This design comes from an exercise in tuning for small area and a short achievable clock period on the open sky130 flow, not from production work.
Function was not checked in any run shown here: the RTL went through the layout flow alone.

==> flow/design.v, too long to show whole: its modules and the start of the top module <==
// module ckv_unit: 113 lines
// module ckv_net: 646 lines
// module ckv_fold: 113 lines
module ckv_unit (
    input  wire        clk,
    input  wire        rst,
    input  wire        in_valid,
    input  wire        in_sof,
    input  wire        in_eof,
    input  wire [3:0]  in_nbytes,
    input  wire [63:0] in_data,
    input  wire [1:0]  in_alg,
    input  wire [1:0]  in_mode,
    input  wire [15:0] in_tenant,
    input  wire [15:0] in_pseq,
    input  wire [63:0] in_ctx,
    input  wire [23:0] in_dest,
    input  wire [63:0] in_expect,
    output reg         res_valid,
    output reg  [63:0] res_crc,
    output reg  [63:0] res_state,
    output reg         res_match
);
  // ...
==> flow/run.sh <==
#!/bin/bash
# synth_recipe.tcl (not shown) runs the flow's synth.tcl, then flattens the netlist and writes it again
# the make line also repeats each setting of config.mk as NAME=value (left out here)
make -C /OpenROAD-flow-scripts/flow DESIGN_CONFIG=/design/flow/config.mk WORK_HOME=/design/flow/orfs CLKGATE_MAP_FILE= SYNTH_SCRIPT=/design/flow/synth_recipe.tcl finish
==> flow/config.mk <==
export PLATFORM = sky130hd
export DESIGN_NAME = ckv_unit
export DESIGN_NICKNAME = ckv_unit
export VERILOG_FILES = /design/flow/design.v
export SDC_FILE = /design/flow/constraint.sdc
export NUM_CORES = 4
export LEC_CHECK = 0
export CAP_MARGIN = 20
export CORE_MARGIN = 2
export CORE_UTILIZATION = 40
export SLEW_MARGIN = 20
export SYNTH_HIERARCHICAL = 1
==> flow/constraint.sdc <==
create_clock -name core_clock -period 30.0 [get_ports {clk}]
set_input_delay 6.0000 -clock core_clock [delete_from_list [all_inputs] [get_ports {clk}]]
set_output_delay 6.0000 -clock core_clock [all_outputs]
set_load 0.01 [all_outputs]
==> results.sh, run 1 <==
export IMPL_status="finished clean"
export IMPL_overflow=0
export IMPL_muxShareOfSynthArea=0.0272
export IMPL_synthTopCellsByArea="xnor2_1 27%, xnor3_1 15%, dfxtp_1 12%, xor2_1 11%, edfxtp_1 5.3%"
export IMPL_final_util=0.485
export IMPL_seq_area_frac_synth=0.172
export IMPL_layout_commonest_cell="xnor2_1"
export IMPL_startpoint="alg_q[0]"
export IMPL_row_count=112
export IMPL_min_to="res_valid"
export IMPL_grt_use_met3=0.217
export IMPL_diodes=4
export IMPL_die_area_sq_mm=0.0970
export IMPL_wl_met3_microns=38300
export IMPL_preCtsSetupSlack_ns=17.57
export IMPL_clockBufferDepth=3
export IMPL_grt_pass1_wl_microns=312000
export IMPL_inv_count=30
export IMPL_cp_data_required_time_ns=30.52
export IMPL_cts_setup_buffers=0
export IMPL_vias=35700
export IMPL_finalSetupViolCount=0
export IMPL_seq_area_sq_mm=0.00651
export IMPL_buffers=615
export IMPL_grtUsageMet2=0.659
export IMPL_yosysTopAreaCell="xnor2_1"
export IMPL_synthTopCellsByCount="1151 x xnor2_1, 479 x xor2_1, 247 x xnor3_1"
export IMPL_critPathArrivalTime_ns=13.88
export IMPL_synthXorXnorAreaFrac=0.575
export IMPL_cts_repair_resized=0
export IMPL_placed_cell_area_sq_mm=0.0442
export IMPL_die_width_microns=311
export IMPL_drc=0
export IMPL_nonClkBufAreaFrac=0.123
export IMPL_hold_depth=2
==> module ckv_unit, before the edit <==
module ckv_unit (
    input  wire        clk,
    input  wire        rst,
    input  wire        in_valid,
    input  wire        in_sof,
    input  wire        in_eof,
    input  wire [3:0]  in_nbytes,
    input  wire [63:0] in_data,
    input  wire [1:0]  in_alg,
    input  wire [1:0]  in_mode,
    input  wire [15:0] in_tenant,
    input  wire [15:0] in_pseq,
    input  wire [63:0] in_ctx,
    input  wire [23:0] in_dest,
    input  wire [63:0] in_expect,
    output reg         res_valid,
    output reg  [63:0] res_crc,
    output reg  [63:0] res_state,
    output reg         res_match
);
    wire       pcw_i = (in_mode == 2'd1);
    wire [1:0] alg_i = pcw_i ? 2'd0 : in_alg;
    reg [63:0] bmask;
    integer b;
    always @(*) begin
        for (b = 0; b < 8; b = b + 1)
            bmask[8*b +: 8] = (b < in_nbytes) ? 8'hFF : 8'h00;
    end
    reg [63:0] start;
    always @(*) begin
        if (pcw_i)
            start = {32'd0, ~in_tenant, ~in_pseq};
        else if (in_mode == 2'd2)
            case (alg_i)
                2'd2:    start = {48'd0, in_ctx[7:0], in_ctx[15:8]};
                2'd3:    start = in_ctx;
                default: start = {32'd0, in_ctx[31:0]};
            endcase
        else
            case (alg_i)
                2'd2:    start = 64'd0;
                2'd3:    start = {64{1'b1}};
                default: start = {32'd0, 32'hFFFF_FFFF};
            endcase
    end
    wire [63:0] x_in = (in_data & bmask) ^ (in_sof ? start : 64'd0);
    wire [3:0]  k_in = 4'd8 - in_nbytes;
    reg        v_r, sof_r, eof_r;
    reg [2:0]  k_r;
    reg [63:0] x_r;
    reg [23:0] dest_r;
    reg [63:0] exp_r;
    reg [1:0]  alg_q;
    reg        pcw_q;
    always @(posedge clk) begin
        v_r    <= in_valid & ~rst;
        sof_r  <= in_sof;
        eof_r  <= in_eof;
        k_r    <= k_in[2:0];
        x_r    <= x_in;
        dest_r <= in_dest;
        exp_r  <= in_expect;
        if (in_valid && in_sof) begin
            alg_q <= alg_i;
            pcw_q <= pcw_i;
        end
    end
    wire [63:0] s = sof_r ? 64'd0 :
                    (alg_q == 2'd2) ? {48'd0, res_state[7:0], res_state[15:8]} : res_state;
    wire [63:0]  x = x_r ^ s;
    wire [127:0] z = {64'd0, x} << {k_r, 3'b000};
    wire [63:0]  w = z[63:0];
    wire [63:0]  h = z[127:64];
    wire [31:0] c0;
    wire [31:0] c1;
    wire [15:0] c2;
    wire [63:0] c3;
    ckv_net u_net (.w(w), .c0(c0), .c1(c1), .c2(c2), .c3(c3));
    reg [63:0] next;
    always @(*) begin
        case (alg_q)
            2'd0:    next = {32'd0, c0 ^ h[31:0]};
            2'd1:    next = {32'd0, c1 ^ h[31:0]};
            2'd2:    next = {48'd0, c2 ^ {h[7:0], h[15:8]}};
            default: next = c3 ^ h;
        endcase
    end
    wire [31:0] fv = next[31:0] ^ {8'd0, dest_r};
    wire [31:0] f;
    ckv_fold u_fold (.fv(fv), .f(f));
    reg [63:0] mask;
    reg [63:0] final_crc;
    always @(*) begin
        case (alg_q)
            2'd2:    mask = 64'h0000_0000_0000_FFFF;
            2'd3:    mask = 64'hFFFF_FFFF_FFFF_FFFF;
            default: mask = 64'h0000_0000_FFFF_FFFF;
        endcase
        if (pcw_q)
            final_crc = {32'd0, ~f};
        else if (alg_q == 2'd2)
            final_crc = next;
        else
            final_crc = next ^ mask;
    end
    always @(posedge clk) begin
        if (v_r)
            res_state <= next;
        res_valid <= v_r & eof_r & ~rst;
        res_crc   <= final_crc;
        res_match <= (final_crc == (exp_r & mask));
    end
endmodule
==> inputs of run 2 (changes only) <==
--- a/flow/design.v
+++ b/flow/design.v
@@ -20,4 +20,8 @@
 );
+    reg  [1:0] alg_q;    
+    reg        pcw_q;    
     wire       pcw_i = (in_mode == 2'd1);
+    wire       res_i = (in_mode == 2'd2);
     wire [1:0] alg_i = pcw_i ? 2'd0 : in_alg;
+    wire [1:0] alg_b = in_sof ? alg_i : alg_q;      
     reg [63:0] bmask;
@@ -28,23 +32,16 @@
     end
-    reg [63:0] start;
-    always @(*) begin
-        if (pcw_i)
-            start = {32'd0, ~in_tenant, ~in_pseq};
-        else if (in_mode == 2'd2)
-            case (alg_i)
-                2'd2:    start = {48'd0, in_ctx[7:0], in_ctx[15:8]};
-                2'd3:    start = in_ctx;
-                default: start = {32'd0, in_ctx[31:0]};
-            endcase
-        else
-            case (alg_i)
-                2'd2:    start = 64'd0;
-                2'd3:    start = {64{1'b1}};
-                default: start = {32'd0, 32'hFFFF_FFFF};
-            endcase
-    end
-    wire [63:0] x_in = (in_data & bmask) ^ (in_sof ? start : 64'd0);
+    wire        ctx_lo  = in_sof & res_i & (alg_i != 2'd2);
+    wire        ctx_sw  = in_sof & res_i & (alg_i == 2'd2);
+    wire        ctx_hi  = in_sof & res_i & (alg_i == 2'd3);
+    wire        ctx_mid = ctx_lo;
+    wire        tp_on   = in_sof & pcw_i;
+    wire [63:0] start_v = {in_ctx[63:32] & {32{ctx_hi}},
+                           (in_ctx[31:16] & {16{ctx_mid}}) ^ (in_tenant & {16{tp_on}}),
+                           (in_ctx[15:0] & {16{ctx_lo}}) ^ ({in_ctx[7:0], in_ctx[15:8]} & {16{ctx_sw}})
+                               ^ (in_pseq & {16{tp_on}})};
+    wire [63:0] x_in = (in_data & bmask) ^ start_v;
     wire [3:0]  k_in = 4'd8 - in_nbytes;
     reg        v_r, sof_r, eof_r;
-    reg [2:0]  k_r;
+    reg        kone_r;    
+    reg [2:0]  k_a, k_b, k_c;    
     reg [63:0] x_r;
@@ -52,4 +49,6 @@
     reg [63:0] exp_r;
-    reg [1:0]  alg_q;
-    reg        pcw_q;
+    reg [3:0]  sel_r;     
+    reg        pcw_r;     
+    reg        sw_r;      
+    reg        st_r;      
     always @(posedge clk) begin
@@ -58,3 +57,6 @@
         eof_r  <= in_eof;
-        k_r    <= k_in[2:0];
+        kone_r <= in_sof & (pcw_i | (~res_i & (alg_i != 2'd2)));
+        k_a    <= k_in[2:0];
+        k_b    <= k_in[2:0];
+        k_c    <= k_in[2:0];
         x_r    <= x_in;
@@ -62,2 +64,6 @@
         exp_r  <= in_expect;
+        sel_r  <= 4'b0001 << alg_b;
+        pcw_r  <= in_sof ? pcw_i : pcw_q;
+        sw_r   <= ~in_sof & (alg_q == 2'd2);
+        st_r   <= ~in_sof & (alg_q != 2'd2);
         if (in_valid && in_sof) begin
@@ -67,8 +73,13 @@
     end
-    wire [63:0] s = sof_r ? 64'd0 :
-                    (alg_q == 2'd2) ? {48'd0, res_state[7:0], res_state[15:8]} : res_state;
-    wire [63:0]  x = x_r ^ s;
-    wire [127:0] z = {64'd0, x} << {k_r, 3'b000};
-    wire [63:0]  w = z[63:0];
-    wire [63:0]  h = z[127:64];
+    reg  [63:0] crc_q;   
+    wire [63:0] kconst = {{32{kone_r & sel_r[3]}}, {32{kone_r}}};
+    wire [63:0] s = (crc_q & {64{st_r}})
+                  ^ ({48'd0, crc_q[7:0], crc_q[15:8]} & {64{sw_r}})
+                  ^ kconst;
+    wire [63:0] x = x_r ^ s;
+    wire [71:0]  z1 = k_a[0] ? {x, 8'd0} : {8'd0, x};
+    wire [87:0]  z2 = k_b[1] ? {z1, 16'd0} : {16'd0, z1};
+    wire [119:0] z3 = k_c[2] ? {z2, 32'd0} : {32'd0, z2};
+    wire [63:0]  w = z3[63:0];
+    wire [63:0]  h = {8'd0, z3[119:64]};
     wire [31:0] c0;
@@ -78,35 +89,35 @@
     ckv_net u_net (.w(w), .c0(c0), .c1(c1), .c2(c2), .c3(c3));
-    reg [63:0] next;
-    always @(*) begin
-        case (alg_q)
-            2'd0:    next = {32'd0, c0 ^ h[31:0]};
-            2'd1:    next = {32'd0, c1 ^ h[31:0]};
-            2'd2:    next = {48'd0, c2 ^ {h[7:0], h[15:8]}};
-            default: next = c3 ^ h;
-        endcase
+    wire [63:0] m = ({32'd0, c0} & {64{sel_r[0]}})
+                  | ({32'd0, c1} & {64{sel_r[1]}})
+                  | ({48'd0, c2} & {64{sel_r[2]}})
+                  | (c3 & {64{sel_r[3]}});
+    wire [63:0] hx = sel_r[2] ? {48'd0, h[7:0], h[15:8]} : h;
+    wire [63:0] next = m ^ hx;
+    reg        e2;        
+    reg [23:0] dest2;
+    reg [63:0] exp2;
+    reg        pcw2;
+    reg        w16_2, w64_2;
+    always @(posedge clk) begin
+        if (v_r)
+            crc_q <= next;
+        e2    <= v_r & eof_r & ~rst;
+        dest2 <= dest_r;
+        exp2  <= exp_r;
+        pcw2  <= pcw_r;
+        w16_2 <= sel_r[2];
+        w64_2 <= sel_r[3];
     end
-    wire [31:0] fv = next[31:0] ^ {8'd0, dest_r};
+    wire [31:0] fv = crc_q[31:0] ^ {8'd0, dest2};
     wire [31:0] f;
     ckv_fold u_fold (.fv(fv), .f(f));
-    reg [63:0] mask;
-    reg [63:0] final_crc;
-    always @(*) begin
-        case (alg_q)
-            2'd2:    mask = 64'h0000_0000_0000_FFFF;
-            2'd3:    mask = 64'hFFFF_FFFF_FFFF_FFFF;
-            default: mask = 64'h0000_0000_FFFF_FFFF;
-        endcase
-        if (pcw_q)
-            final_crc = {32'd0, ~f};
-        else if (alg_q == 2'd2)
-            final_crc = next;
-        else
-            final_crc = next ^ mask;
-    end
+    wire [63:0] mask = w16_2 ? 64'h0000_0000_0000_FFFF :
+                       w64_2 ? 64'hFFFF_FFFF_FFFF_FFFF : 64'h0000_0000_FFFF_FFFF;
+    wire [63:0] final_crc = pcw2  ? {32'd0, ~f} :
+                            w16_2 ? crc_q : (crc_q ^ mask);
     always @(posedge clk) begin
-        if (v_r)
-            res_state <= next;
-        res_valid <= v_r & eof_r & ~rst;
+        res_valid <= e2 & ~rst;
+        res_state <= crc_q;
         res_crc   <= final_crc;
-        res_match <= (final_crc == (exp_r & mask));
+        res_match <= (final_crc == (exp2 & mask));
     end
==> flow/flow/run.sh (new file) <==
#!/bin/bash
# Standard ORFS layout, with repair_timing asked for extra setup margin so the
# critical paths get sized and buffered (the constraints are unchanged).
set -euo pipefail
bash standard.sh SETUP_SLACK_MARGIN=22 finish > standard_make.log 2>&1
==> flow/standard.sh (new file) <==
#!/bin/bash
# synth_recipe.tcl (not shown) runs the flow's synth.tcl, then flattens the netlist and writes it again
# the make line also repeats each setting of config.mk as NAME=value (left out here)
make -C /OpenROAD-flow-scripts/flow DESIGN_CONFIG=/design/flow/config.mk WORK_HOME=/design/flow/orfs CLKGATE_MAP_FILE= SYNTH_SCRIPT=/design/flow/synth_recipe.tcl "${@:-finish}"
removed: flow/run.sh
==> run 2 against run 1 <==
Compared with the run above: still clean on timing, DRC and antenna; die area increased by 9.3%; worst setup slack gained 5.5 ns; wire length shrank 2.0%; core utilization barely moved; critical endpoint is now x_r[1].
==> results.sh, run 2 <==
export IMPL_vias=33300
export IMPL_status="finished clean"
export IMPL_cts_tree="yes"
export IMPL_synthTopCellsByArea="xnor2_1 26%, dfxtp_1 19%, xnor3_1 16%, xor2_1 10%, edfxtp_1 4.9%"
export IMPL_path_max_fanout=14
export IMPL_routed_via_density=5.74
export IMPL_final_cells=5798
export IMPL_io_pins=391
export IMPL_syn_avg_cell_area_sq_um=10.4
export IMPL_synthTopCellsByCount="1221 x xnor2_1, 489 x xor2_1, 387 x dfxtp_1"
export IMPL_start_util=0.405
export IMPL_finalSetupViolCount=0
export IMPL_critPathArrivalTime_ns=8.41
export IMPL_hold_path_class="register to register"
export IMPL_drc=0
export IMPL_cts_hold_buffers=0
export IMPL_timing_fmax_mhz=127
export IMPL_cts_repair_resized=0
export IMPL_final_area_sq_mm=0.0496
export IMPL_clockBufferDepth=3
export IMPL_avgRoutedWirePerCell_microns=41.1
export IMPL_grt_max_degree=81
export IMPL_fin_crit_ns=7.88
export IMPL_overflow=0
export IMPL_clock_latency_ns=0.63
export IMPL_yosysTopAreaCell="xnor2_1"
export IMPL_ys_seq_elements=454
export IMPL_synth_most_common_cell="xnor2_1"
export IMPL_seq_area_frac_synth=0.236
export IMPL_drive_above_1_share=0.111
export IMPL_io_buffers=390
export IMPL_ctsRootBufferMaster="clkbuf_16"
export IMPL_synth_edff_count=67
export IMPL_cts_htree_levels=2
export IMPL_synth_ff_type="dfxtp_1"
export IMPL_hold_viol_final=0
export IMPL_gp_congestion=1.10
export IMPL_dp_cells=5702
export IMPL_dp_hpwl_microns=184000
export IMPL_die_y_microns=326
export IMPL_drtIter0Drc=4198
export IMPL_firstDrtPassIters=8
export IMPL_synth_top_area_frac=0.259
export IMPL_die_area_sq_mm=0.106
export IMPL_grt_pass1_wl_microns=311000
export IMPL_worstSetupPathType="input port to register"
export IMPL_wl_microns=238000
export IMPL_final_util=0.485
export IMPL_yosysWarnings=7
export IMPL_async_flop_share=0
export IMPL_synthToLayoutAreaGrowth_pct=20.0
export IMPL_clock_sinks=454
export IMPL_finish_net_count=4649
export IMPL_cp_data_required_time_ns=30.53
export IMPL_clk_pin_slew_ns=0.07
export IMPL_synth_cells=3994
export IMPL_worstMarginPinSlew_ns=1.28
export IMPL_rsz0062_at_grt="false"
export IMPL_numCtsBuffers=47
export IMPL_tns_ns=0
export IMPL_final_antenna_net_count=0
export IMPL_most_common_layout_cells="1195 x xnor2_1, 486 x xor2_1, 390 x clkdlybuf4s50_1"
export IMPL_layout_commonest_cell="xnor2_1"
export IMPL_grt_usage=0.441
export IMPL_cts_setup_buffers=0
export IMPL_fin_worst_skew_ns=0.0323
export IMPL_ys_types=72
export IMPL_die_width_microns=326
export IMPL_synth_cell_area_sq_mm=0.0414
export IMPL_synth_fp_nets=4257
export IMPL_placed_cell_area_sq_mm=0.0478
export IMPL_drv_cap=0
export IMPL_period_share=0.263
export IMPL_antenna_found_initial=6
export IMPL_drv_slew=0
export IMPL_row_count=117
export IMPL_critical_path_endpoint_type="register"
export IMPL_grt_pass1_vias=32100
export IMPL_start_kind="input port"
export IMPL_slew_headroom=0.140
export IMPL_coreArea_sq_mm=0.102
run 2: cell types whose count changed after synthesis, sizes merged, moves of 26 or more:
| cell | before | now |
|---|---|---|
| a211oi | 43 | 9 |
| a21oi | 113 | 63 |
| and3 | 49 | 3 |
| dfxtp | 224 | 387 |
| mux2i | 78 | 46 |
| nand2 | 231 | 324 |
| nor3 | 57 | 17 |
| o21ai | 113 | 86 |
| o22ai | 52 | 26 |
| xnor2 | 1207 | 1284 |
| xnor3 | 249 | 289 |
run 2: final cells by class:
class,count,area [sq um]
flip-flops and latches,454,9780
diodes,5,12.5
multi-input cells,3266,30900
fillers,9600,52600
clock buffers,65,1380
repair buffers,599,5480
well taps,1368,1710
inverters,18,67.6
clock inverters,23,288
run 2: routing by layer:
layer  vias to the layer above  GRT usage  share of wire
met2                      2229      0.676           0.44
met5                         -          0        0.00015
met4                         4      0.375           0.11
met3                       730      0.106          0.093
met1                     16300      0.519           0.36
li1                      14000          -              -
run 2: critical path: stages:
cell	delay [ns]
clkdlybuf4s50_1	0.91
or2_2	0.63
or2_2	0.41
nand2_1	0.11
xor2_1	0.18
xnor2_1	0.15
run 2: Yosys stat by module, one instance, submodules excluded:
module	cell area [sq um]	flops+latches
ckv_fold	2430	0
ckv_unit	21300	454
ckv_net	17600	0
run 2: cells by family (layout without fill, tap and decap cells):
group	after synthesis	after routing	share of synthesized area
flip-flops	454	454	0.236
buffers and inverters	274	705	0.0318
XOR/XNOR	2096	2096	0.567
AND/OR/NAND/NOR	700	700	0.0786
other	0	5	0
adder cells (fa/ha/maj)	2	2	0.000605
AO/OA/AOI/OAI	389	389	0.0654
multiplexers	79	79	0.0201
run 2: path summary, 6_finish.rpt:
| check | endpoint | slack, ns | depth (start not counted) | start |
|---|---|---|---|---|
| worst max-delay path | x_r[1] | 22.12 | 6 | in_nbytes[3] |
| worst min-delay path | exp2[38] | 0.32 | 0 | exp_r[38] |
| worst max register to register | crc_q[5] | 22.50 | 16 | st_r |
| worst min register to register | exp2[38] | 0.32 | 0 | exp_r[38] |
run 2: through the flow:
step,setup WS (ns),hold WS (ns)
2_1_floorplan,22.57,0.310
3_3_place_gp,21.45,0.310
3_5_place_dp,21.43,0.312
4_1_cts,22.06,0.313
5_1_grt,22.02,0.327
6_report,22.12,0.323
==> inputs of run 3 (changes only) <==
--- a/flow/flow/run.sh
+++ b/flow/flow/run.sh
@@ -4,2 +4,2 @@
 set -euo pipefail
-bash standard.sh SETUP_SLACK_MARGIN=22 finish > standard_make.log 2>&1
+bash standard.sh SETUP_SLACK_MARGIN=25 finish > standard_make.log 2>&1
==> run 3 against run 2 <==
Compared with the run above: the layout now fails its checks (capacitance limit, slew limit); cell count up 11%; wire length up 11%; count of clock-buffer cells in the layout down 3; flip-flop and latch count unchanged; via count up 13%; critical path type is now register to primary output; sequential share of layout area down 4.2 points; first-iteration DRC count up 24%; core utilization up 14 points; largest cell class unchanged.
==> results.sh, run 3 <==
export IMPL_status="complete, but fails checks"
export IMPL_violations="capacitance limit, slew limit"
export IMPL_layout_commonest_cell="xnor2_1"
export IMPL_cts_tree="yes"
export IMPL_avgRoutedWirePerCell_microns=41.1
export IMPL_hold_path_class="register to register"
export IMPL_critPathArrivalTime_ns=1.07
export IMPL_rsz0062_at_grt="true"
export IMPL_drive_above_1_share=0.429
export IMPL_synth_top_area_frac=0.259
export IMPL_drc=0
export IMPL_wl_microns=265000
export IMPL_grt_pass1_wl_microns=340000
export IMPL_worstMarginPinSlew_ns=1.79
export IMPL_cp_slowest_stage_delay_ns=0.36
export IMPL_rrSetupSlack_ns=24.46
export IMPL_timing_fmax_mhz=141
export IMPL_drv_cap=1
export IMPL_die_y_microns=326
export IMPL_synth_cells=3994
export IMPL_synth_edff_count=67
export IMPL_fin_worst_skew_ns=0.0347
export IMPL_synth_most_common_cell="xnor2_1"
export IMPL_row_count=117
export IMPL_start_util=0.405
export IMPL_synth_fp_nets=4257
export IMPL_crit_buf_inv=1
export IMPL_tns_ns=0
export IMPL_ctsRootBufferMaster="clkbuf_16"
export IMPL_gp_congestion=1.10
export IMPL_ys_seq_elements=454
export IMPL_cts_hold_buffers=0
export IMPL_synth_ff_type="dfxtp_1"
export IMPL_cp_top_family="flip-flops"
export IMPL_synthTopCellsByCount="1221 x xnor2_1, 489 x xor2_1, 387 x dfxtp_1"
export IMPL_synth_cell_area_sq_mm=0.0414
export IMPL_clock_latency_ns=0.61
export IMPL_vias=37600
export IMPL_crit_slowest_cell="dfxtp_2"
export IMPL_io_pins=391
export IMPL_critical_path_endpoint_type="primary output"
export IMPL_dp_hpwl_microns=182000
export IMPL_period_share=0.236
export IMPL_grt_max_degree=86
export IMPL_preCtsSetupSlack_ns=21.42
export IMPL_numCtsBuffers=46
export IMPL_coreArea_sq_mm=0.102
export IMPL_clk_pin_slew_ns=0.08
export IMPL_finish_net_count=5299
export IMPL_drtIter0Drc=5192
export IMPL_die_area_sq_mm=0.106
export IMPL_routed_via_density=5.83
export IMPL_clock_sinks=454
export IMPL_cp_data_required_time_ns=24.00
export IMPL_io_buffers=390
export IMPL_synthTopCellsByArea="xnor2_1 26%, dfxtp_1 19%, xnor3_1 16%, xor2_1 10%, edfxtp_1 4.9%"
export IMPL_overflow=0
export IMPL_hold_viol_final=0
export IMPL_final_setup_worst_slack_ns=22.93
export IMPL_async_flop_share=0
export IMPL_final_util=0.628
export IMPL_grt_pass1_vias=35100
export IMPL_synthToLayoutAreaGrowth_pct=55.1
export IMPL_slew_headroom=-0.202
export IMPL_fin_crit_ns=7.07
export IMPL_yosysTopAreaCell="xnor2_1"
export IMPL_syn_avg_cell_area_sq_um=10.4
export IMPL_cts_htree_levels=2
export IMPL_ys_types=72
export IMPL_yosysWarnings=7
export IMPL_die_width_microns=326
export IMPL_path_max_fanout=1
export IMPL_drv_slew=2
export IMPL_grt_usage=0.483
export IMPL_antenna_found_initial=14
export IMPL_most_common_layout_cells="974 x xnor2_1, 555 x buf_4, 379 x xor2_1"
export IMPL_firstDrtPassIters=8
export IMPL_path_cells="buf_6"
export IMPL_clockBufferDepth=3
export IMPL_finalSetupViolCount=0
export IMPL_start_kind="register"
export IMPL_final_antenna_net_count=0
export IMPL_worstSetupPathType="register to primary output"
export IMPL_seq_area_frac_synth=0.236
[run 3: cell counts after synthesis]
No cell type changed its count.
[run 3: final cells by class]
type | count | area, sq um
well taps | 1368 | 1710
multi-input cells | 3268 | 37000
inverters | 18 | 139
repair buffers | 1248 | 13700
clock inverters | 18 | 135
fillers | 8313 | 38100
clock buffers | 62 | 1390
diodes | 10 | 25.0
flip-flops and latches | 454 | 9950
[run 3: per-layer routing]
layer	part of all wire	up-vias	GRT usage
met3	0.13	1113	0.190
li1	-	15300	-
met1	0.34	18300	0.537
met4	0.12	14	0.439
met5	0.00039	-	0.000887
met2	0.42	2889	0.712
[run 3: worst reg2reg max path, stage by stage, from the launching register on]
cell	delay (ns)
dfxtp_4	0.39
buf_12	0.15
buf_16	0.12
buf_12	0.14
buf_4	0.16
a21boi_2	0.21
nand2_1	0.08
o211ai_1	0.10
xnor2_1	0.19
buf_6	0.20
o21ai_1	0.09
mux2i_1	0.20
buf_6	0.17
buf_6	0.14
xnor3_2	0.44
buf_6	0.15
xor3_2	0.28
xnor2_4	0.52
xnor3_1	0.35
xnor2_1	0.15
a222oi_1	0.96
xnor2_1	0.11
[run 3: worst paths after layout]
| kind | depth (start not counted) | startpoint | endpoint |
|---|---|---|---|
| worst max-delay path | 1 | res_crc[25] | res_crc[25] |
| worst min-delay path | 0 | dest_r[5] | dest2[5] |
| worst max register to register | 21 | st_r | crc_q[24] |
| worst min register to register | 0 | dest_r[5] | dest2[5] |
[run 3: modules after synthesis (local to each module, per instance)]
module | flops+latches | cell area (sq um)
ckv_unit | 454 | 21300
ckv_net | 0 | 17600
ckv_fold | 0 | 2430
[run 3: kinds of logic (layout without fill, tap and decap cells)]
| family | count (synthesis) | in the layout | share of synthesized area |
|---|---|---|---|
| xor+xnor | 2096 | 2096 | 0.567 |
| flops | 454 | 454 | 0.236 |
| fa+ha+maj | 2 | 2 | 0.000605 |
| mux | 79 | 79 | 0.0201 |
| other cells | 0 | 10 | 0 |
| simple gates | 700 | 701 | 0.0786 |
| compound gates | 389 | 390 | 0.0654 |
| buf+inv | 274 | 1346 | 0.0318 |
[run 3: timing repair]
item,in CTS,in global routing
buffers inserted,380,259
pin swaps,281,248
cloned,15,5
endpoints found under the setup margin,367,356
gates resized for setup,2110,434
[run 3: stage by stage]
| stage | cells | cell area [sq um] | hold slack, ns |
|---|---|---|---|
| 6_report | 6446 | 64100 | 0.323 |
| 5_1_grt | 6437 | 64100 | 0.328 |
| 4_1_cts | 6171 | 59200 | 0.318 |
| 3_5_place_dp | 5696 | 48100 | 0.312 |
| 3_3_place_gp | 5694 | 48100 | 0.310 |
| 2_1_floorplan | 3994 | 41700 | 0.310 |
==> inputs of run 4 (changes only) <==
--- a/flow/flow/run.sh
+++ b/flow/flow/run.sh
@@ -4,2 +4,2 @@
 set -euo pipefail
-bash standard.sh SETUP_SLACK_MARGIN=25 finish > standard_make.log 2>&1
+bash standard.sh SETUP_SLACK_MARGIN=23.5 finish > standard_make.log 2>&1
==> run 4 against run 3 <==
Compared with the run above: the run now finishes clean; cell area shrank 21%; via count shrank 10%; wire length shrank 11%; sequential share of layout area rose by 3.9 points; largest cell class unchanged.
==> results.sh, run 4 <==
export IMPL_hold_viol_final=0
export IMPL_fin_worst_skew_ns=0.0244
export IMPL_finalSetupViolCount=0
export IMPL_synthToLayoutAreaGrowth_pct=23.1
export IMPL_avgRoutedWirePerCell_microns=40.7
export IMPL_synth_cell_area_sq_mm=0.0414
export IMPL_syn_avg_cell_area_sq_um=10.4
export IMPL_top_usage_layer="met2"
export IMPL_fill_cells=9516
export IMPL_grtUsageMet2=0.673
export IMPL_yosysTopAreaCell="xnor2_1"
export IMPL_tns_ns=0
export IMPL_cp_depth=1
export IMPL_drc=0
export IMPL_seq_area_sq_mm=0.00988
export IMPL_reg2reg_depth=18
export IMPL_dp_hpwl_microns=179000
export IMPL_grt_use_met3=0.118
export IMPL_final_antenna_net_count=0
export IMPL_drive_above_1_share=0.200
export IMPL_grt_pass1_vias=32300
export IMPL_period_share=0.235
export IMPL_slew_headroom=0.130
export IMPL_synth_edff_count=67
export IMPL_synth_top_area_frac=0.259
export IMPL_synth_ff_type="dfxtp_1"
export IMPL_path_cells="buf_6"
export IMPL_row_count=117
export IMPL_dp_cells=5684
export IMPL_cts_htree_levels=2
export IMPL_status="finished clean"
export IMPL_start_util=0.405
export IMPL_antenna_found_initial=7
export IMPL_critical_path_endpoint_type="primary output"
export IMPL_clock_latency_ns=0.61
export IMPL_ctsRootBufferMaster="clkbuf_16"
export IMPL_ys_types=72
export IMPL_io_buffers=390
export IMPL_cp_data_required_time_ns=24.00
export IMPL_critPathArrivalTime_ns=1.06
export IMPL_rsz0062_at_grt="true"
export IMPL_clock_sinks=454
export IMPL_finish_net_count=4664
export IMPL_wl_microns=236000
export IMPL_coreArea_sq_mm=0.102
export IMPL_multi_input_area_sq_mm=0.0320
export IMPL_clockBufferDepth=3
export IMPL_cts_tree="yes"
export IMPL_overflow=0
export IMPL_layout_commonest_cell="xnor2_1"
export IMPL_synth_most_common_cell="xnor2_1"
export IMPL_synth_fp_nets=4257
export IMPL_die_width_microns=326
export IMPL_worstMarginPinSlew_ns=1.30
export IMPL_grt_pass1_wl_microns=309000
export IMPL_drv_slew=0
export IMPL_grtUsageMet1=0.507
export IMPL_synthTopCellsByCount="1221 x xnor2_1, 489 x xor2_1, 387 x dfxtp_1"
export IMPL_hold_depth=0
export IMPL_numCtsBuffers=47
export IMPL_vias=33700
export IMPL_timing_fmax_mhz=142
export IMPL_worstSetupPathType="register to primary output"
export IMPL_cp_top_family="flip-flops"
export IMPL_fin_crit_ns=7.06
export IMPL_ys_seq_elements=454
export IMPL_cp_slowest_stage_delay_ns=0.33
export IMPL_drv_cap=0
export IMPL_synthTopCellsByArea="xnor2_1 26%, dfxtp_1 19%, xnor3_1 16%, xor2_1 10%, edfxtp_1 4.9%"
export IMPL_start_kind="register"
export IMPL_final_area_sq_mm=0.0509
export IMPL_crit_buf_inv=1
export IMPL_async_flop_share=0
export IMPL_placed_cell_area_sq_mm=0.0478
export IMPL_firstDrtPassIters=6
export IMPL_cts_hold_buffers=0
export IMPL_synth_cells=3994
export IMPL_die_y_microns=326
export IMPL_drtIter0Drc=4331
export IMPL_routed_via_density=5.80
export IMPL_yosysWarnings=7
export IMPL_io_pins=391
export IMPL_die_area_sq_mm=0.106
export IMPL_path_max_fanout=1
export IMPL_gp_congestion=1.11
export IMPL_grt_max_degree=92
export IMPL_seq_area_frac_synth=0.236
export IMPL_final_cells=5807
export IMPL_hold_path_class="register to register"
export IMPL_grt_usage=0.435
export IMPL_most_common_layout_cells="1166 x xnor2_1, 467 x xor2_1, 296 x dfxtp_1"
export IMPL_crit_slowest_cell="dfxtp_2"
export IMPL_clk_pin_slew_ns=0.06
[run 4: cell counts after synthesis]
Identical to the previous run, type by type.
[run 4: cells by family (layout without fill, tap and decap cells)]
| family | after synthesis | count (layout) | share of synthesized area |
|---|---|---|---|
| fa+ha+maj | 2 | 2 | 0.000605 |
| flops | 454 | 454 | 0.236 |
| other cells | 0 | 3 | 0 |
| mux | 79 | 79 | 0.0201 |
| simple gates | 700 | 701 | 0.0786 |
| compound gates | 389 | 390 | 0.0654 |
| xor+xnor | 2096 | 2096 | 0.567 |
| buf+inv | 274 | 714 | 0.0318 |
[run 4: final timing paths]
check | startpoint | to | slack (ns)
min | dest_r[14] | dest2[14] | 0.32
max reg2reg | sel_r[3] | crc_q[31] | 23.27
min reg2reg | dest_r[14] | dest2[14] | 0.32
max | res_match | res_match | 22.94
[run 4: cell type report]
class | instances | area share
multi-input cells | 3268 | 0.628
flip-flops and latches | 454 | 0.194
repair buffers | 612 | 0.111
well taps | 1368 | 0.0336
clock buffers | 62 | 0.0260
clock inverters | 22 | 0.00487
inverters | 18 | 0.00172
diodes | 3 | 0.000147
[run 4: through the flow]
| step | worst slack (ns) | hold slack (ns) | utilization |
|---|---|---|---|
| after detailed placement | 21.54 | 0.312 | 0.468 |
| after floorplan | 22.81 | 0.310 | - |
| after global placement | 21.59 | 0.310 | 0.467 |
| after CTS | 22.90 | 0.326 | 0.492 |
| final | 22.94 | 0.324 | 0.498 |
| after global routing | 22.92 | 0.330 | 0.498 |
[run 4: timing repair]
item | in CTS | in global routing
gates resized for setup | 876 | 103
gates cloned | 5 | 1
endpoints found under the hold margin | 0 | 0
setup buffers | 20 | 8
setup endpoints to repair | 239 | 225
pin swaps | 103 | 21
[run 4: layer usage]
layer	wire length, microns	up-vias
met3	22900	823
met4	24500	4
met1	85100	16500
li1	-	14000
met5	84	-
met2	104000	2328
[run 4: Yosys stat by module (local to each module, per instance)]
module    cell area [sq um]  cells  flip-flops and latches
ckv_unit              21300   2173                     454
ckv_fold               2430    215                       0
ckv_net               17600   1606                       0
==> inputs of run 5 (changes only) <==
==> flow/run.sh (new file) <==
#!/bin/bash
# synth_recipe.tcl (not shown) runs the flow's synth.tcl, then flattens the netlist and writes it again
# the make line also repeats each setting of config.mk as NAME=value (left out here)
make -C /OpenROAD-flow-scripts/flow DESIGN_CONFIG=/design/flow/config.mk WORK_HOME=/design/flow/orfs CLKGATE_MAP_FILE= SYNTH_SCRIPT=/design/flow/synth_recipe.tcl finish
removed: flow/flow/run.sh
removed: flow/standard.sh
==> run 5 against run 4 <==
Compared with the run above: critical path depth increased by 5; die area stayed put; highest routed layer unchanged; flip-flop and latch count did not move; still clean on timing, DRC and antenna; cell count decreased by 0.14%; synthesized cell count unchanged.
==> results.sh, run 5 <==
export IMPL_status="finished clean"
export IMPL_synth_ff_type="dfxtp_1"
export IMPL_clock_sinks=454
export IMPL_grt_pass1_vias=32100
export IMPL_drtIter0Drc=4198
export IMPL_overflow=0
export IMPL_start_util=0.405
export IMPL_worstSetupPathType="input port to register"
export IMPL_synth_cell_area_sq_mm=0.0414
export IMPL_avgRoutedWirePerCell_microns=41.1
export IMPL_fin_worst_skew_ns=0.0306
export IMPL_async_flop_share=0
export IMPL_final_antenna_net_count=0
export IMPL_synth_most_common_cell="xnor2_1"
export IMPL_cp_data_required_time_ns=30.53
export IMPL_ys_types=72
export IMPL_cts_tree="yes"
export IMPL_synthTopCellsByArea="xnor2_1 26%, dfxtp_1 19%, xnor3_1 16%, xor2_1 10%, edfxtp_1 4.9%"
export IMPL_synthToLayoutAreaGrowth_pct=20.0
export IMPL_synth_compound_area_frac=0.0654
export IMPL_wl_microns=238000
export IMPL_synth_top_area_frac=0.259
export IMPL_io_buffers=390
export IMPL_reg2reg_from="st_r"
export IMPL_slew_headroom=0.143
export IMPL_clk_pin_slew_ns=0.07
export IMPL_vias=33300
export IMPL_hold_path_class="register to register"
export IMPL_crit_end="x_r[1]"
export IMPL_rsz0062_at_grt="false"
export IMPL_row_count=117
export IMPL_cts_htree_levels=2
export IMPL_dp_hpwl_microns=184000
export IMPL_syn_avg_cell_area_sq_um=10.4
export IMPL_routed_via_density=5.74
export IMPL_synth_adder_area_share=0.000605
export IMPL_layout_commonest_cell="xnor2_1"
export IMPL_die_area_sq_mm=0.106
export IMPL_startpoint="in_nbytes[3]"
export IMPL_gp_congestion=1.10
export IMPL_muxShareOfSynthArea=0.0201
export IMPL_clock_latency_ns=0.63
export IMPL_seq_area_frac_synth=0.236
export IMPL_ys_seq_elements=454
export IMPL_die_y_microns=326
export IMPL_cts_setup_buffers=0
export IMPL_drc=0
export IMPL_cts_repair_resized=0
export IMPL_synth_fp_nets=4257
export IMPL_rr_endpoint="crc_q[5]"
export IMPL_antenna_found_initial=6
export IMPL_yosysWarnings=7
export IMPL_most_common_layout_cells="1195 x xnor2_1, 486 x xor2_1, 390 x clkdlybuf4s50_1"
export IMPL_synthTopCellsByCount="1221 x xnor2_1, 489 x xor2_1, 387 x dfxtp_1"
export IMPL_die_width_microns=326
export IMPL_path_max_fanout=14
export IMPL_ctsRootBufferMaster="clkbuf_16"
export IMPL_fin_crit_ns=7.88
export IMPL_synth_simple_gate_area_frac=0.0786
export IMPL_coreArea_sq_mm=0.102
export IMPL_grt_max_degree=81
export IMPL_synth_edff_count=67
export IMPL_clockBufferDepth=3
export IMPL_finish_net_count=4649
export IMPL_grt_usage=0.441
export IMPL_critPathArrivalTime_ns=8.42
export IMPL_cts_hold_buffers=0
export IMPL_synth_top_family_by_area="XOR/XNOR gates"
export IMPL_numCtsBuffers=47
export IMPL_synth_cells=3994
export IMPL_hold_viol_final=0
export IMPL_tns_ns=0
export IMPL_start_kind="input port"
export IMPL_timing_fmax_mhz=127
export IMPL_drive_above_1_share=0.111
export IMPL_period_share=0.263
export IMPL_synthXorXnorAreaFrac=0.567
export IMPL_firstDrtPassIters=6
export IMPL_rrSetupSlack_ns=22.50
export IMPL_critical_path_endpoint_type="register"
export IMPL_final_cells=5799
export IMPL_drv_cap=0
export IMPL_io_pins=391
export IMPL_grt_pass1_wl_microns=311000
export IMPL_dp_cells=5702
export IMPL_worstMarginPinSlew_ns=1.28
export IMPL_finalSetupViolCount=0
export IMPL_yosysTopAreaCell="xnor2_1"
export IMPL_drv_slew=0
export IMPL_reg2reg_depth=16
run 5: cell counts after synthesis:
No cell type changed its count.
run 5: worst max-delay path: stages:
cell and delay (ns):
clkdlybuf4s50_1 0.92, or2_2 0.63, or2_2 0.41, nand2_1 0.11, xor2_1 0.18, xnor2_1 0.15
run 5: metrics by stage:
step,instance area (sq um),hold WS [ns],utilization,setup WS [ns]
after floorplan,41400,0.310,-,22.57
after global routing,49600,0.327,0.485,21.99
after global placement,47800,0.310,0.468,21.45
after CTS,49500,0.313,0.484,22.06
after detailed placement,47800,0.312,0.468,21.43
final,49600,0.323,0.485,22.12
run 5: cell families after synthesis:
group	count (synthesis)
mux	79
fa+ha+maj	2
buf+inv	274
simple gates	700
xor+xnor	2096
compound gates	389
flops	454
run 5: area by class of cell:
cell class,count,area (sq um)
Multi-Input combinational cell,3266,30900
Tap cell,1368,1710
Timing Repair Buffer,599,5480
Clock inverter,23,288
Fill cell,9600,52600
Clock buffer,65,1380
Antenna cell,6,15.0
Sequential cell,454,9780
Inverter,18,67.6
run 5: layer usage:
metal  GRT usage  wire [microns]
met4       0.375           25600
met2       0.676          104000
met3       0.106           21900
met1       0.519           87000
met5           0              35
run 5: modules after synthesis, one instance, submodules excluded:
module | times used | flops+latches | cells | cell area, sq um
ckv_fold | 1 | 0 | 215 | 2430
ckv_net | 1 | 0 | 1606 | 17600
ckv_unit | 1 | 454 | 2173 | 21300
run 5: how the worst min path moves through the flow:
stage	endpoint	cells after the start	start	slack (ns)
after global placement	exp2[50]	0	exp_r[50]	0.31
after CTS	dest2[11]	0	dest_r[11]	0.31
after detailed placement	exp2[37]	0	exp_r[37]	0.31
after global routing	dest2[23]	0	dest_r[23]	0.33
final	exp2[38]	0	exp_r[38]	0.32
after floorplan	dest2[0]	0	dest_r[0]	0.31
==> inputs of run 6 (changes only) <==
==> flow/flow/run.sh (new file) <==
#!/bin/bash
# Standard ORFS layout (the standard.sh), with:
#  - repair_timing asked for extra setup margin, so critical paths get sized
#    (the clock and I/O constraints are unchanged);
#  - port buffers built from the smallest buffer (repair upsizes where needed).
set -euo pipefail
bash standard.sh SETUP_SLACK_MARGIN=23.5 "BUFFER_PORTS_ARGS=-buffer_cell sky130_fd_sc_hd__buf_1" finish > standard_make.log 2>&1
==> flow/standard.sh (new file) <==
#!/bin/bash
# synth_recipe.tcl (not shown) runs the flow's synth.tcl, then flattens the netlist and writes it again
# the make line also repeats each setting of config.mk as NAME=value (left out here)
make -C /OpenROAD-flow-scripts/flow DESIGN_CONFIG=/design/flow/config.mk WORK_HOME=/design/flow/orfs CLKGATE_MAP_FILE= SYNTH_SCRIPT=/design/flow/synth_recipe.tcl "${@:-finish}"
removed: flow/run.sh
==> run 6 against run 5 <==
Compared with the run above: still clean; non-clock buffer count increased by 15; critical endpoint is now res_crc[59]; clock skew rose by 0.014 ns; via count increased by 1.5%; count of clock-buffer cells in the layout decreased by 6.
==> results.sh, run 6 <==
export IMPL_status="finished clean"
export IMPL_async_flop_share=0
export IMPL_synth_top_area_frac=0.259
export IMPL_firstDrtPassIters=7
export IMPL_grt_usage=0.419
export IMPL_drv_cap=0
export IMPL_cp_data_required_time_ns=24.00
export IMPL_yosysTopAreaCell="xnor2_1"
export IMPL_drtIter0Drc=4984
export IMPL_grt_pass1_vias=32100
export IMPL_critical_path_endpoint_type="primary output"
export IMPL_crit_slowest_cell="dfxtp_1"
export IMPL_synth_cell_area_sq_mm=0.0414
export IMPL_io_buffers=390
export IMPL_clk_pin_slew_ns=0.06
export IMPL_path_max_fanout=1
export IMPL_fin_worst_skew_ns=0.0447
export IMPL_cp_top_family="flip-flops"
export IMPL_avgRoutedWirePerCell_microns=39.3
export IMPL_synthTopCellsByArea="xnor2_1 26%, dfxtp_1 19%, xnor3_1 16%, xor2_1 10%, edfxtp_1 4.9%"
export IMPL_layout_commonest_cell="xnor2_1"
export IMPL_final_antenna_net_count=0
export IMPL_wl_microns=229000
export IMPL_numCtsBuffers=47
export IMPL_start_kind="register"
export IMPL_antenna_found_initial=9
export IMPL_io_pins=391
export IMPL_yosysWarnings=7
export IMPL_fin_crit_ns=7.07
export IMPL_grt_max_degree=85
export IMPL_ctsRootBufferMaster="clkbuf_16"
export IMPL_synth_cells=3994
export IMPL_clock_sinks=454
export IMPL_cts_tree="yes"
export IMPL_clockBufferDepth=3
export IMPL_cp_slowest_stage_delay_ns=0.33
export IMPL_synth_most_common_cell="xnor2_1"
export IMPL_gp_congestion=1.10
export IMPL_final_util=0.481
export IMPL_ys_types=72
export IMPL_synth_ff_type="dfxtp_1"
export IMPL_path_cells="buf_2"
export IMPL_die_y_microns=326
export IMPL_synthTopCellsByCount="1221 x xnor2_1, 489 x xor2_1, 387 x dfxtp_1"
export IMPL_clock_latency_ns=0.63
export IMPL_die_width_microns=326
export IMPL_grt_pass1_wl_microns=298000
export IMPL_hold_viol_final=0
export IMPL_die_area_sq_mm=0.106
export IMPL_worstMarginPinSlew_ns=1.26
export IMPL_synthToLayoutAreaGrowth_pct=18.8
export IMPL_rsz0062_at_grt="true"
export IMPL_dp_hpwl_microns=173000
export IMPL_drv_slew=0
export IMPL_drive_above_1_share=0.192
export IMPL_seq_area_frac_synth=0.236
export IMPL_syn_avg_cell_area_sq_um=10.4
export IMPL_coreArea_sq_mm=0.102
export IMPL_synth_fp_nets=4257
export IMPL_synth_edff_count=67
export IMPL_drc=0
export IMPL_slew_headroom=0.153
export IMPL_timing_fmax_mhz=141
export IMPL_routed_via_density=5.82
export IMPL_finalSetupViolCount=0
export IMPL_critPathArrivalTime_ns=1.07
export IMPL_period_share=0.236
export IMPL_hold_path_class="register to register"
export IMPL_worstSetupPathType="register to primary output"
export IMPL_ys_seq_elements=454
export IMPL_finish_net_count=4666
export IMPL_start_util=0.405
export IMPL_tns_ns=0
export IMPL_most_common_layout_cells="1185 x xnor2_1, 473 x xor2_1, 296 x dfxtp_1"
export IMPL_cts_htree_levels=2
export IMPL_vias=33800
export IMPL_crit_buf_inv=1
export IMPL_row_count=117
export IMPL_overflow=0
==> run 6: what timing repair did <==
action                     CTS  global route
gates cloned                 5             0
gates resized for setup    396           112
buffers inserted            23            14
pin swaps                   92            24
hold buffers                 0             0
setup endpoints to repair  225           223
==> run 6: per-stage QoR <==
step           cell area (sq um)  std cells  hold slack, ns  setup slack [ns]
6_report                   49100       5813           0.322             22.93
2_1_floorplan              41500       3994           0.310             22.81
5_1_grt                    49100       5810           0.330             22.89
3_5_place_dp               45300       5680           0.312             21.87
3_3_place_gp               45300       5679           0.311             21.93
4_1_cts                    48400       5795           0.318             22.91
==> run 6: kinds of logic after synthesis <==
| family | synth area share |
|---|---|
| xor+xnor | 0.567 |
| simple gates | 0.0786 |
| flops | 0.236 |
| compound gates | 0.0654 |
| buf+inv | 0.0318 |
| mux | 0.0201 |
| fa+ha+maj | 0.000605 |
==> run 6: cell type report <==
| class | count | area [sq um] |
|---|---|---|
| inverters | 18 | 82.6 |
| flip-flops and latches | 454 | 9880 |
| diodes | 4 | 10.0 |
| repair buffers | 614 | 4050 |
| clock buffers | 59 | 1350 |
| clock inverters | 28 | 345 |
| fillers | 9513 | 53000 |
| well taps | 1368 | 1710 |
| multi-input cells | 3268 | 31700 |
==> run 6: per-layer routing <==
metal,wire length [microns],track usage,vias up
met5,31,0,-
met4,23600,0.349,4
met3,24200,0.116,768
met2,97500,0.630,2442
met1,83400,0.498,16600
li1,-,-,14000
==> run 6: final timing paths <==
kind | from | slack, ns | endpoint | cells after the start
max | res_crc[59] | 22.93 | res_crc[59] | 1
min reg2reg | pcw_r | 0.32 | pcw2 | 0
max reg2reg | kone_r | 23.28 | crc_q[6] | 15
min | pcw_r | 0.32 | pcw2 | 0
==> run 6: Yosys stat by module (local to each module, per instance) <==
module | area (sq um) | cells | copies in the design | flip-flops and latches
ckv_net | 17600 | 1606 | 1 | 0
ckv_unit | 21300 | 2173 | 1 | 454
ckv_fold | 2430 | 215 | 1 | 0
==> inputs of run 7 (changes only) <==
--- a/flow/config.mk
+++ b/flow/config.mk
@@ -10,2 +10,4 @@
 export CORE_UTILIZATION = 40
+export CTS_BUF_LIST = sky130_fd_sc_hd__clkbuf_8
+export CTS_CLUSTER_SIZE = 30
 export SLEW_MARGIN = 20
==> run 7 against run 6 <==
Compared with the run above: still clean on timing, DRC and antenna; worst setup slack got worse by 0.12 ns; cell area is 0.11% higher; via count increased by 0.12%.
==> results.sh, run 7 <==
export IMPL_finish_net_count=4697
export IMPL_yosysWarnings=7
export IMPL_rrSetupSlack_ns=23.27
export IMPL_yosysTopAreaCell="xnor2_1"
export IMPL_grt_pass1_vias=32400
export IMPL_routed_via_density=5.77
export IMPL_status="finished clean"
export IMPL_vias=33900
export IMPL_rr_endpoint="crc_q[28]"
export IMPL_reg2reg_depth=14
export IMPL_syn_avg_cell_area_sq_um=10.4
export IMPL_synth_ff_type="dfxtp_1"
export IMPL_final_util=0.481
export IMPL_hp_start="dest_r[12]"
export IMPL_path_max_fanout=1
export IMPL_async_flop_share=0
export IMPL_critical_path_endpoint_type="primary output"
export IMPL_synth_top_area_frac=0.259
export IMPL_synthToLayoutAreaGrowth_pct=19.0
export IMPL_die_y_microns=326
export IMPL_firstDrtPassIters=7
export IMPL_grt_max_degree=85
export IMPL_drc=0
export IMPL_clk_pin_slew_ns=0.07
export IMPL_startpoint="res_match"
export IMPL_cts_htree_levels=3
export IMPL_hold_path_class="register to register"
export IMPL_clock_latency_ns=0.71
export IMPL_rsz0062_at_grt="true"
export IMPL_timing_fmax_mhz=139
export IMPL_synthTopCellsByCount="1221 x xnor2_1, 489 x xor2_1, 387 x dfxtp_1"
export IMPL_clock_sinks=454
export IMPL_fin_crit_ns=7.19
export IMPL_synth_most_common_cell="xnor2_1"
export IMPL_fill_cells=9544
export IMPL_numCtsBuffers=75
export IMPL_antenna_found_initial=8
export IMPL_final_setup_worst_slack_ns=22.81
export IMPL_final_cells=5867
export IMPL_cts_tree="yes"
export IMPL_hold_depth=0
export IMPL_grt_usage=0.421
export IMPL_die_width_microns=326
export IMPL_synth_cell_area_sq_mm=0.0414
export IMPL_cp_top_family="flip-flops"
export IMPL_cp_slowest_stage_delay_ns=0.36
export IMPL_final_antenna_net_count=0
export IMPL_drtIter0Drc=5013
export IMPL_cts_hold_buffers=0
export IMPL_synth_cells=3994
export IMPL_ctsRootBufferMaster="clkbuf_8"
export IMPL_avgRoutedWirePerCell_microns=39.0
export IMPL_synthTopCellsByArea="xnor2_1 26%, dfxtp_1 19%, xnor3_1 16%, xor2_1 10%, edfxtp_1 4.9%"
export IMPL_start_util=0.405
export IMPL_ys_seq_elements=454
export IMPL_fin_worst_skew_ns=0.0380
export IMPL_synth_edff_count=67
export IMPL_hold_viol_final=0
export IMPL_coreArea_sq_mm=0.102
export IMPL_drv_cap=0
export IMPL_seq_area_frac_synth=0.236
export IMPL_layout_commonest_cell="xnor2_1"
export IMPL_dp_hpwl_microns=173000
export IMPL_start_kind="register"
export IMPL_min_to="dest2[12]"
export IMPL_grt_pass1_wl_microns=300000
export IMPL_crit_buf_inv=1
export IMPL_most_common_layout_cells="1189 x xnor2_1, 471 x xor2_1, 298 x dfxtp_1"
export IMPL_reg2reg_from="k_c[0]"
export IMPL_row_count=117
export IMPL_finalSetupViolCount=0
export IMPL_die_area_sq_mm=0.106
export IMPL_critPathArrivalTime_ns=1.19
export IMPL_worstMarginPinSlew_ns=1.28
export IMPL_io_buffers=390
export IMPL_preCtsSetupSlack_ns=21.87
export IMPL_crit_slowest_cell="dfxtp_4"
export IMPL_dp_cells=5680
export IMPL_cp_data_required_time_ns=24.00
export IMPL_ys_types=72
export IMPL_gp_congestion=1.10
export IMPL_io_pins=391
export IMPL_tns_ns=0
export IMPL_slew_headroom=0.143
export IMPL_path_cells="buf_6"
export IMPL_period_share=0.240
export IMPL_overflow=0
export IMPL_synth_fp_nets=4257
export IMPL_wl_microns=229000
export IMPL_drive_above_1_share=0.198
export IMPL_clockBufferDepth=3
export IMPL_drv_slew=0
export IMPL_worstSetupPathType="register to primary output"
export IMPL_holdWs_ns=0.311
## run 7: cell counts after synthesis
Identical to the previous run, type by type.
## run 7: timing repair
item / 4_1_cts / 5_1_grt
pin swaps: 81 / 33
endpoints found under the setup margin: 224 / 220
gates cloned: 7 / 0
buffers inserted: 27 / 10
resized for setup: 396 / 114
## run 7: kinds of logic after synthesis
logic type,count (synthesis),share of synthesized area
and+or+nand+nor,700,0.0786
xor gates and xnor gates,2096,0.567
muxes,79,0.0201
adders and majority gates,2,0.000605
AOI/OAI and AO/OA,389,0.0654
DFF,454,0.236
buffers and inverters,274,0.0318
## run 7: area by class of cell
class | count | area, sq um | area share
Multi-Input combinational cell | 3268 | 31700 | 0.645
Sequential cell | 454 | 9880 | 0.201
Timing Repair Buffer | 617 | 4140 | 0.0841
Tap cell | 1368 | 1710 | 0.0348
Clock buffer | 88 | 1210 | 0.0246
Clock inverter | 50 | 418 | 0.00849
Inverter | 18 | 82.6 | 0.00168
Antenna cell | 4 | 10.0 | 0.000203
## run 7: worst max-delay path by stage
stage          slack (ns)   endpoint  depth (start not counted)
3_5_place_dp        21.87    x_r[57]                          6
4_1_cts             22.78  res_match                          1
6_report            22.81  res_match                          1
2_1_floorplan       22.81     x_r[0]                          7
5_1_grt             22.79  res_match                          1
3_3_place_gp        21.93    x_r[61]                          6
## run 7: layer usage
| layer | GRT usage | up-vias | part of all wire |
|---|---|---|---|
| met2 | 0.636 | 2426 | 0.43 |
| met3 | 0.122 | 741 | 0.11 |
| met1 | 0.497 | 16600 | 0.37 |
| met5 | 0 | - | 0.000057 |
| met4 | 0.342 | 2 | 0.10 |
| li1 | - | 14100 | - |
## run 7: metrics by stage
stage	cell area [sq um]
2_1_floorplan	41500
3_3_place_gp	45300
3_5_place_dp	45300
4_1_cts	48500
5_1_grt	49200
6_report	49200
## run 7: modules after synthesis, one instance, submodules excluded
module | flops+latches | area [sq um]
ckv_unit | 454 | 21300
ckv_net | 0 | 17600
ckv_fold | 0 | 2430
==> inputs of run 8 (changes only) <==
--- a/flow/config.mk
+++ b/flow/config.mk
@@ -9,5 +9,4 @@
 export CORE_MARGIN = 2
-export CORE_UTILIZATION = 40
-export CTS_BUF_LIST = sky130_fd_sc_hd__clkbuf_8
-export CTS_CLUSTER_SIZE = 30
+export CORE_UTILIZATION = 60
+export PLACE_DENSITY = 0.75
 export SLEW_MARGIN = 20
==> run 8 against run 7 <==
Compared with the run above: first-iteration DRC count grew 75%; via count grew 14%; synthesized area is the same; synthesized cell count is the same; largest cell class unchanged; still clean on timing, DRC and antenna.
==> results.sh, run 8 <==
export IMPL_die_width_microns=267
export IMPL_grt_pass1_vias=35700
export IMPL_antenna_found_initial=21
export IMPL_path_cells="buf_4 > a21o_2 > nand2_1 > xor2_2"
export IMPL_hp_start="dest_r[6]"
export IMPL_synth_most_common_cell="xnor2_1"
export IMPL_cts_htree_levels=2
export IMPL_grt_usage=0.605
export IMPL_ctsRootBufferMaster="clkbuf_16"
export IMPL_cp_top_family="simple AND/OR/NAND/NOR gates"
export IMPL_path_max_fanout=14
export IMPL_seq_area_frac_synth=0.236
export IMPL_avgRoutedWirePerCell_microns=43.0
export IMPL_final_area_sq_mm=0.0488
export IMPL_numCtsBuffers=47
export IMPL_hold_viol_final=0
export IMPL_fill_cells=4590
export IMPL_slew_headroom=0.146
export IMPL_start_util=0.604
export IMPL_fin_worst_skew_ns=0.0395
export IMPL_die_y_microns=267
export IMPL_period_share=0.245
export IMPL_most_common_layout_cells="1188 x xnor2_1, 461 x xor2_1, 295 x dfxtp_1"
export IMPL_reg2reg_from="st_r"
export IMPL_final_util=0.712
export IMPL_finish_net_count=4656
export IMPL_row_count=96
export IMPL_clockBufferDepth=3
export IMPL_synthTopCellsByCount="1221 x xnor2_1, 489 x xor2_1, 387 x dfxtp_1"
export IMPL_drtIter0Drc=8755
export IMPL_synthToLayoutAreaGrowth_pct=17.9
export IMPL_drc=0
export IMPL_critPathArrivalTime_ns=7.85
export IMPL_drive_above_1_share=0.193
export IMPL_worstMarginPinSlew_ns=1.28
export IMPL_die_area_sq_mm=0.0710
export IMPL_fin_crit_ns=7.36
export IMPL_rr_endpoint="crc_q[28]"
export IMPL_coreArea_sq_mm=0.0685
export IMPL_cp_slowest_stage_delay_ns=0.57
export IMPL_clock_latency_ns=0.62
export IMPL_synth_cell_area_sq_mm=0.0414
export IMPL_final_antenna_net_count=0
export IMPL_syn_avg_cell_area_sq_um=10.4
export IMPL_grt_max_degree=108
export IMPL_clk_pin_slew_ns=0.07
export IMPL_io_buffers=390
export IMPL_cts_tree="yes"
export IMPL_wl_microns=229000
export IMPL_hold_path_class="register to register"
export IMPL_drv_slew=0
export IMPL_overflow=0
export IMPL_layout_commonest_cell="xnor2_1"
export IMPL_crit_buf_inv=1
export IMPL_start_kind="input port"
export IMPL_tns_ns=0
export IMPL_cts_hold_buffers=0
export IMPL_yosysTopAreaCell="xnor2_1"
export IMPL_min_to="dest2[6]"
export IMPL_finalSetupViolCount=0
export IMPL_synth_cells=3994
export IMPL_async_flop_share=0
export IMPL_routed_via_density=7.23
export IMPL_critical_path_endpoint_type="register"
export IMPL_firstDrtPassIters=17
export IMPL_ys_types=72
export IMPL_synth_edff_count=67
export IMPL_reg2reg_depth=14
export IMPL_synthTopCellsByArea="xnor2_1 26%, dfxtp_1 19%, xnor3_1 16%, xor2_1 10%, edfxtp_1 4.9%"
export IMPL_rsz0062_at_grt="true"
export IMPL_synth_fp_nets=4257
export IMPL_dp_cells=5181
export IMPL_worstSetupPathType="input port to register"
export IMPL_drv_cap=0
export IMPL_final_cells=5326
export IMPL_cp_data_required_time_ns=30.49
export IMPL_rrSetupSlack_ns=22.94
export IMPL_vias=38500
export IMPL_placed_cell_area_sq_mm=0.0445
export IMPL_io_pins=391
export IMPL_yosysWarnings=7
export IMPL_dp_hpwl_microns=152000
export IMPL_crit_slowest_cell="nand2_1"
export IMPL_gp_congestion=1.21
export IMPL_synth_top_area_frac=0.259
export IMPL_timing_fmax_mhz=136
export IMPL_clock_sinks=454
export IMPL_hold_depth=0
export IMPL_grt_pass1_wl_microns=292000
export IMPL_synth_ff_type="dfxtp_1"
export IMPL_status="finished clean"
export IMPL_ys_seq_elements=454
-- run 8: cell counts after synthesis --
Identical to the previous run, type by type.
-- run 8: how the worst max path moves through the flow --
stage                          endpoint           from  slack, ns  cells past startpoint
final                           x_r[41]   in_nbytes[3]      22.64                      4
after global routing        res_crc[22]    res_crc[22]      22.72                      1
after CTS                 res_state[17]  res_state[17]      22.94                      1
after detailed placement        x_r[50]         in_sof      21.80                      6
after global placement          x_r[60]         in_sof      21.98                      6
after floorplan                  x_r[0]   in_nbytes[3]      22.81                      7
-- run 8: routing by layer --
| metal | wire length (microns) | vias up | GRT usage |
|---|---|---|---|
| li1 | - | 14000 | - |
| met1 | 69600 | 17800 | 0.652 |
| met2 | 87600 | 4768 | 0.842 |
| met3 | 41500 | 1916 | 0.328 |
| met4 | 29800 | 22 | 0.551 |
| met5 | 326 | - | 0.0333 |
-- run 8: cell type report --
cell class,count,area (sq um),area share
clock inverter,25,310,0.00636
timing repair buffer,603,4090,0.0838
tap,882,1100,0.0226
clock buffer,63,1390,0.0286
multi-input combinational,3269,31900,0.654
inverter,18,87.6,0.00180
sequential,454,9880,0.203
antenna,12,30.0,0.000616
-- run 8: per-stage QoR --
| stage | setup slack (ns) | hold slack, ns |
|---|---|---|
| after CTS | 22.94 | 0.311 |
| after detailed placement | 21.80 | 0.312 |
| after global routing | 22.72 | 0.304 |
| after floorplan | 22.81 | 0.310 |
| after global placement | 21.98 | 0.310 |
| final | 22.64 | 0.307 |
-- run 8: worst register-to-register path, cell delays in order, from the launching register on --
cell      delay (ns)
dfxtp_2         0.52
buf_6           0.45
a21boi_0        0.36
o21ai_2         0.65
o21ai_0         0.34
xnor2_1         0.20
mux2i_1         0.35
o21ai_1         0.13
buf_4           0.29
xnor2_1         0.59
xnor3_1         0.53
xnor2_2         0.66
xnor3_1         0.47
a222oi_1        1.00
xnor2_1         0.22
-- run 8: what timing repair did --
action                                  in CTS  in global routing
gates resized for setup                    344                190
setup buffers                               19                 17
pin swaps                                   73                 45
endpoints found under the setup margin     211                226
cloned                                       6                  1
-- run 8: logic make-up (layout without fill, tap and decap cells) --
logic type	after synthesis	count (layout)	synth area share
other	0	12	0
AO/OA/AOI/OAI	389	390	0.0654
buffers and inverters	274	709	0.0318
flip-flops	454	454	0.236
adder cells (fa/ha/maj)	2	2	0.000605
AND/OR/NAND/NOR	700	702	0.0786
multiplexers	79	79	0.0201
XOR/XNOR	2096	2096	0.567
-- run 8: Yosys stat by module (local to each module, per instance) --
module    flip-flops and latches  copies in the design  cells inside  area (sq um)
ckv_net                        0                     1          1606         17600
ckv_unit                     454                     1          2173         21300
ckv_fold                       0                     1           215          2430

==> afterwards: timing with drivers on the ports <==
The results above use ideal ports. As a check the final layouts listed here were re-extracted and re-timed, cells and wires unchanged. Step 1: set_driving_cell puts a clkbuf_16 on clk and a buf_2 on each other input, an assumption about the parent block. Step 2 times the ports against the registers' clock, not the clock port: input delays grow and output delays shrink by t, the midpoint of the rising clock arrivals with the driver on. a / b / c = ideal / step 1 / step 2; a / b = the first two.
run	t, ns	slack for setup (ns)	hold slack, ns	worst register clock-pin slew, ns	pins driven straight from the clock port
run 1	0.651	16.636 / 16.636 / 16.636	0.499 / 0.499 / 0.499	0.07 / 0.07	1
run 2	0.681	22.122 / 22.165 / 21.483	0.323 / 0.323 / 0.323	0.08 / 0.08	1
run 3	0.667	22.927 / 22.856 / 22.371	0.323 / 0.323 / 0.323	0.08 / 0.08	1
run 4	0.662	22.941 / 22.874 / 22.510	0.324 / 0.324 / 0.324	0.07 / 0.07	1
run 5	0.684	22.115 / 22.158 / 21.474	0.323 / 0.323 / 0.323	0.08 / 0.08	1
run 6	0.677	22.929 / 22.861 / 22.528	0.322 / 0.322 / 0.322	0.09 / 0.09	1
run 7	0.754	22.810 / 22.745 / 22.381	0.311 / 0.311 / 0.311	0.08 / 0.08	1
run 8	0.658	22.638 / 22.653 / 22.001	0.307 / 0.307 / 0.307	0.08 / 0.08	1
For run 5, which loses most, drivers alone change the setup slack by +0.043 ns; drivers and shift together by -0.641 ns.
